What follows belongs to an exercise in optimizing a design on an open flow for small area, a short achievable clock period and few clock cycles per item; a production flow would make more cautious choices. RTL that was checked went through simulation tests only; none was proved equivalent to the original.

## rev 12
==> flow/design.v (excerpt) <==
module skive_enc (
    input  wire        clk,
    input  wire        rst,           
    input  wire        in_valid,
    output reg         in_ready,
    input  wire [31:0] in_data,       
    input  wire [1:0]  in_fmt,        
    input  wire        in_last,       
    output reg         out_valid,
    input  wire        out_ready,
    output reg  [7:0]  out_mant,      
    output reg  [15:0] out_hdr,       
    output reg         out_last,      
    output reg         out_err        
);
Size: about 1700 flip-flops, roughly 0.047 mm2 of cells after synthesis.
export LEC_CHECK = 0
export ABC_AREA = 1
export CAP_MARGIN = 20
export CORE_MARGIN = 2
export CORE_UTILIZATION = 40
export CTS_BUF_LIST = sky130_fd_sc_hd__clkbuf_8
export CTS_CLUSTER_DIAMETER = 50
export CTS_CLUSTER_SIZE = 16
export SLEW_MARGIN = 20
create_clock -name core_clock -period 110.0 [get_ports {clk}]
standard.sh (not shown) runs the stock make flow with config.mk's settings and CLKGATE_MAP_FILE= SYNTH_SCRIPT=/design/flow/synth_recipe.tcl, a recipe that flattens the netlist after the stock synthesis.
==> flow/flow/run.sh <==
#!/bin/bash
# The standard layout, with the port buffers made of sky130_fd_sc_hd__buf_2
# instead of the delay buffers buffer_ports picks by default, and clock tree
# synthesis without dummy loads. The full output of the flow goes to
# standard.log in the work folder; ORFS's own per-step logs are under
# orfs/logs/.
set -euo pipefail
bash standard.sh 'BUFFER_PORTS_ARGS=-buffer_cell sky130_fd_sc_hd__buf_2' \
  'CTS_ARGS=-sink_clustering_enable -repair_clock_nets -sink_clustering_size 16 -sink_clustering_max_diameter 50 -buf_list sky130_fd_sc_hd__clkbuf_8 -dont_use_dummy_load' \
  finish > standard.log 2>&1
The final layout from rev 12, which completed every stage, passed the timing, design-rule and antenna checks at the end of the flow.
--- input diff rev 12..rev 13 ---
==> flow/flow/run.sh <==
#!/bin/bash
# The standard layout, with the port buffers made of sky130_fd_sc_hd__buf_2
# instead of the delay buffers buffer_ports picks by default. The full output
# of the flow goes to standard.log in the work folder; ORFS's own per-step logs
# are under orfs/logs/.
set -euo pipefail
bash standard.sh 'BUFFER_PORTS_ARGS=-buffer_cell sky130_fd_sc_hd__buf_2' finish > standard.log 2>&1
### Flow results
Compared with rev 12, in rev 13 via count moved up; fraction of layout cells with a size suffix above 1 picked up an extra 0.96 points; flip-flop and latch count saw little to no change. Rev 13 ended with every stage complete and zero timing, DRC or antenna violations.
Function was not checked in any run of this note: the RTL went through the layout flow alone.


skive_enc, a different RTL version from the one above (not shown whole).
Size in the first run: about 4,000 cells after synthesis, about 67 I/O pins, roughly 48,000 µm² of cells after synthesis.
Design skive_enc, start of the top module:
module skive_enc (
    input  wire        clk,
    input  wire        rst,           
    input  wire        in_valid,
    output reg         in_ready,
    input  wire [31:0] in_data,       
    input  wire [1:0]  in_fmt,        
    input  wire        in_last,       
    output reg         out_valid,
    input  wire        out_ready,
    output reg  [7:0]  out_mant,      
    output reg  [15:0] out_hdr,       
    output reg         out_last,      
    output reg         out_err        
);
export LEC_CHECK = 0
export ABC_AREA = 1
export CAP_MARGIN = 20
export CORE_MARGIN = 2
export CORE_UTILIZATION = 40
export CTS_BUF_LIST = sky130_fd_sc_hd__clkbuf_8
export CTS_CLUSTER_DIAMETER = 50
export CTS_CLUSTER_SIZE = 16
export SLEW_MARGIN = 20
create_clock -name core_clock -period 110.0 [get_ports {clk}]
run.sh (not shown) runs the stock make flow with config.mk's settings and CLKGATE_MAP_FILE= SYNTH_SCRIPT=/design/flow/synth_recipe.tcl, a recipe that flattens the netlist after the stock synthesis.
Stock flow here: none of the scripts above is used.
Testbench counts at the start, summed over its fixed seeds: cycles 170,928, items 3,200.
Change:
==> flow/flow/run.sh (new file) <==
#!/bin/bash
# The standard layout, with the port buffers made of sky130_fd_sc_hd__buf_2
# instead of the delay buffers buffer_ports picks by default. The full output
# of the flow goes to standard.log in the work folder; ORFS's own per-step logs
# are under orfs/logs/.
set -euo pipefail
bash standard.sh 'BUFFER_PORTS_ARGS=-buffer_cell sky130_fd_sc_hd__buf_2' finish > standard.log 2>&1
==> flow/standard.sh (new file) <==
#!/bin/bash
# synth_recipe.tcl (not shown) runs the flow's synth.tcl, then flattens the netlist and writes it again
# the make line also repeats each setting of config.mk as NAME=value (left out here)
make -C /OpenROAD-flow-scripts/flow DESIGN_CONFIG=/design/flow/config.mk WORK_HOME=/design/flow/orfs CLKGATE_MAP_FILE= SYNTH_SCRIPT=/design/flow/synth_recipe.tcl "${@:-finish}"
CTS_BUF_LIST = sky130_fd_sc_hd__clkbuf_8 sky130_fd_sc_hd__clkbuf_16   (was sky130_fd_sc_hd__clkbuf_8)
removed: flow/run.sh
The changed run completed without violations.
Worst hold slack improves by 0.0057 ns.
Utilization went up by 1.3 points.
Sequential share of layout area went down by 1.9 points.
Change:
CTS_BUF_LIST = sky130_fd_sc_hd__clkbuf_8   (was sky130_fd_sc_hd__clkbuf_8 sky130_fd_sc_hd__clkbuf_16)
Final cell count is unchanged.
Worst hold slack loses 0.016 ns.
Setup slack loses 0.10 ns.
Change:
CTS_BUF_LIST = sky130_fd_sc_hd__clkbuf_4   (was sky130_fd_sc_hd__clkbuf_8)
CTS_CLUSTER_DIAMETER = 35   (was 50)
CTS_CLUSTER_SIZE = 10   (was 16)
Result:
- The changed run finished with timing, DRC and antenna clean
- hold slack got worse by 0.022 ns
- maximum frequency drops by 1.2%
- global-route usage went up by 0.19 points
- count of clock-buffer cells in the layout came out higher by 92
- setup slack got worse by 0.29 ns
- via count climbs by 2.1%


Another version of the RTL of skive_enc (not shown whole).
Size: roughly 1900 flip-flops, roughly 67 I/O pins, about 51000 sq um of cells after synthesis.
==> flow/design.v (excerpt) <==
module skive_enc (
    input  wire        clk,
    input  wire        rst,           
    input  wire        in_valid,
    output reg         in_ready,
    input  wire [31:0] in_data,       
    input  wire [1:0]  in_fmt,        
    input  wire        in_last,       
    output reg         out_valid,
    input  wire        out_ready,
    output reg  [7:0]  out_mant,      
    output reg  [15:0] out_hdr,       
    output reg         out_last,      
    output reg         out_err        
);
clock: 110.0 ns
lec_check: 0
abc_area: 1
cap_margin: 20
core_margin: 2
core_utilization: 40
cts_buf_list: sky130_fd_sc_hd__clkbuf_8
cts_cluster_diameter: 50
cts_cluster_size: 16
slew_margin: 20
standard.sh (not shown) runs the stock make flow with config.mk's settings and CLKGATE_MAP_FILE= SYNTH_SCRIPT=/design/flow/synth_recipe.tcl, a recipe that flattens the netlist after the stock synthesis.
==> flow/flow/run.sh <==
#!/bin/bash
# The standard layout, with the port buffers made of sky130_fd_sc_hd__buf_2
# instead of the delay buffers buffer_ports picks by default. The full output
# of the flow goes to standard.log in the work folder; ORFS's own per-step logs
# are under orfs/logs/.
set -euo pipefail
bash standard.sh 'BUFFER_PORTS_ARGS=-buffer_cell sky130_fd_sc_hd__buf_2' finish > standard.log 2>&1
The first run ran to the end with no violations.
Testbench counts at the start, summed over its fixed seeds: cycles 170,928, items 3,200.
Change:
==> flow/run.sh (new file) <==
#!/bin/bash
# synth_recipe.tcl (not shown) runs the flow's synth.tcl, then flattens the netlist and writes it again
# the make line also repeats each setting of config.mk as NAME=value (left out here)
make -C /OpenROAD-flow-scripts/flow DESIGN_CONFIG=/design/flow/config.mk WORK_HOME=/design/flow/orfs CLKGATE_MAP_FILE= SYNTH_SCRIPT=/design/flow/synth_recipe.tcl finish
- CTS_BUF_LIST: sky130_fd_sc_hd__clkbuf_8 -> sky130_fd_sc_hd__clkbuf_16
- CTS_CLUSTER_DIAMETER: 50 -> 60
- CTS_CLUSTER_SIZE: 16 -> 30
removed: flow/flow/run.sh
removed: flow/standard.sh
Worst setup slack loses 0.42 ns.
Synthesized cell count stays the same.
Via count is lower by 0.52%.
Sequential share of layout area is lower by 1.1 points.
Core utilization is higher by 0.74 points.
Routed wire length is lower by 0.72%.
Area after synthesis stays the same.
First-iteration DRC count is higher by 23%.
Critical path depth is higher by 11.
Change:
- CTS_BUF_LIST: sky130_fd_sc_hd__clkbuf_16 -> sky130_fd_sc_hd__clkbuf_8
- CTS_CLUSTER_DIAMETER: 60 -> 50
- CTS_CLUSTER_SIZE: 30 -> 16
Outcome: The new run passed the timing, design-rule and antenna checks; synthesized cell count does not change; synthesized area does not change; final area went down by 1.0%; non-clock buffer count stays the same; via count went up by 0.91%.


## v38
Another version of the RTL of skive_enc (not shown whole).
For scale: roughly 3800 cells after synthesis, about 47000 um^2 of cells after synthesis.
clock: 110.0 ns
lec_check: 0
abc_area: 1
cap_margin: 20
core_margin: 2
core_utilization: 55
cts_buf_list: sky130_fd_sc_hd__clkbuf_8
cts_cluster_diameter: 40
cts_cluster_size: 20
slew_margin: 20
==> flow/flow/run.sh <==
#!/bin/bash
# The standard layout, with the port buffers made of sky130_fd_sc_hd__buf_2
# instead of the delay buffers buffer_ports picks by default, and clock tree
# synthesis without dummy loads. The full output of the flow goes to
# standard.log in the work folder; ORFS's own per-step logs are under
# orfs/logs/.
set -euo pipefail
bash standard.sh 'BUFFER_PORTS_ARGS=-buffer_cell sky130_fd_sc_hd__buf_2' \
  'CTS_ARGS=-sink_clustering_enable -repair_clock_nets -sink_clustering_size 20 -sink_clustering_max_diameter 40 -buf_list sky130_fd_sc_hd__clkbuf_8 -dont_use_dummy_load' \
  finish > standard.log 2>&1
v38: PASS, flow complete, no timing, DRC or antenna violations
Testbench counts of v38, summed over its fixed seeds: cycles 170,928, items 3,200.
Changes in v11 relative to v38:
- changing CORE_UTILIZATION from 55 to 70
- changing CTS_CLUSTER_DIAMETER from 40 to 50
- setting PLACE_DENSITY to 0.8 for the first time
- changing CTS_CLUSTER_SIZE from 20 to 16
diff --git a/flow/flow/run.sh b/flow/flow/run.sh
--- a/flow/flow/run.sh
+++ b/flow/flow/run.sh
@@ -7,4 +7,4 @@
 set -euo pipefail
 bash standard.sh 'BUFFER_PORTS_ARGS=-buffer_cell sky130_fd_sc_hd__buf_2' \
-  'CTS_ARGS=-sink_clustering_enable -repair_clock_nets -sink_clustering_size 20 -sink_clustering_max_diameter 40 -buf_list sky130_fd_sc_hd__clkbuf_8 -dont_use_dummy_load' \
+  'CTS_ARGS=-sink_clustering_enable -repair_clock_nets -sink_clustering_size 16 -sink_clustering_max_diameter 50 -buf_list sky130_fd_sc_hd__clkbuf_8 -dont_use_dummy_load' \
   finish > standard.log 2>&1
==> run summary <==
- v38 → v11: width of the chip went down.
- In the metrics for v38 and v11, the one carrying the higher count of clock buffers in the final design is v38.
- For smallest hold slack, v11 and v38 come out practically identical.
- Compare v38 and v11 | global-route usage higher: v11
What v51 does differently from v11 at the input level:
- CORE_UTILIZATION changed from 70 to 40
- PLACE_DENSITY removed (was 0.8)
v51: full flow OK, the timing, design-rule and antenna checks passed
v11 → v51: non-clock buffer count now sits higher, number of search-and-repair iterations in the first detailed-routing pass down 2, worst-case hold slack -0.021 ns.
> inputs changed (v51 -> v8)
- CORE_UTILIZATION: 40 -> 55
As far as synthesized netlist cell count goes, v8 and v51 are indistinguishable; the numbers are identical. Compared v8 against v51; maximum frequency within noise. Sort v8 and v51 by number of vias per cell desc -> top: v8. v8 has sequential share of layout area above what v51 had. v8: transition time of the tightest slew-check pin higher than v51. The standard cells in v8 occupy less silicon area than those in v51 do. The lower number of placed cells counting well taps of v8 and v51 is in v8. On area occupied by multi-input gates, v8 and v51 are basically level. Lower fill cell total of the finished layout was reported by v8, not v51.

==> static timing again, ports no longer ideal <==
The results above use ideal ports. As a check the final layouts listed here were re-extracted and re-timed, cells and wires unchanged. Step 1: set_driving_cell puts a clkbuf_16 on clk and a buf_2 on each other input, an assumption about the parent block. Step 2 also shifts input and output timing later by t, the mid clock arrival at the registers, as if the neighbouring blocks saw the same clock. Three values: ideal ports, drivers, drivers and shift; two values: the first two.
run	t (ns)	slack for setup (ns)	worst slew at a driven data input, ns
rev 12	0.859	86.483 / 86.533 / 85.674	0.04
rev 13	0.895	86.507 / 86.544 / 85.663	0.04
the first run of note 2	0.857	86.264 / 86.198 / 85.621	0.04
the second run of note 2	0.804	86.714 / 86.648 / 86.007	0.03
the third run of note 2	0.896	86.610 / 86.546 / 86.033	0.03
the fourth run of note 2	1.169	86.321 / 86.258 / 86.027	0.03
the first run of note 3	0.891	86.620 / 86.553 / 85.829	0.03
the second run of note 3	0.742	86.198 / 86.247 / 85.506	0.05
the third run of note 3	0.893	86.253 / 86.187 / 85.512	0.05
v38	0.827	86.696 / 86.628 / 86.023	0.19
v11	0.806	86.654 / 86.592 / 86.074	0.17
v51	0.835	86.683 / 86.618 / 86.067	0.03
v8	0.817	86.682 / 86.622 / 86.008	0.18
After both steps every run listed still meets setup and hold. For rev 13, which loses most, drivers alone change the setup slack by +0.037 ns; drivers and shift together by -0.844 ns.
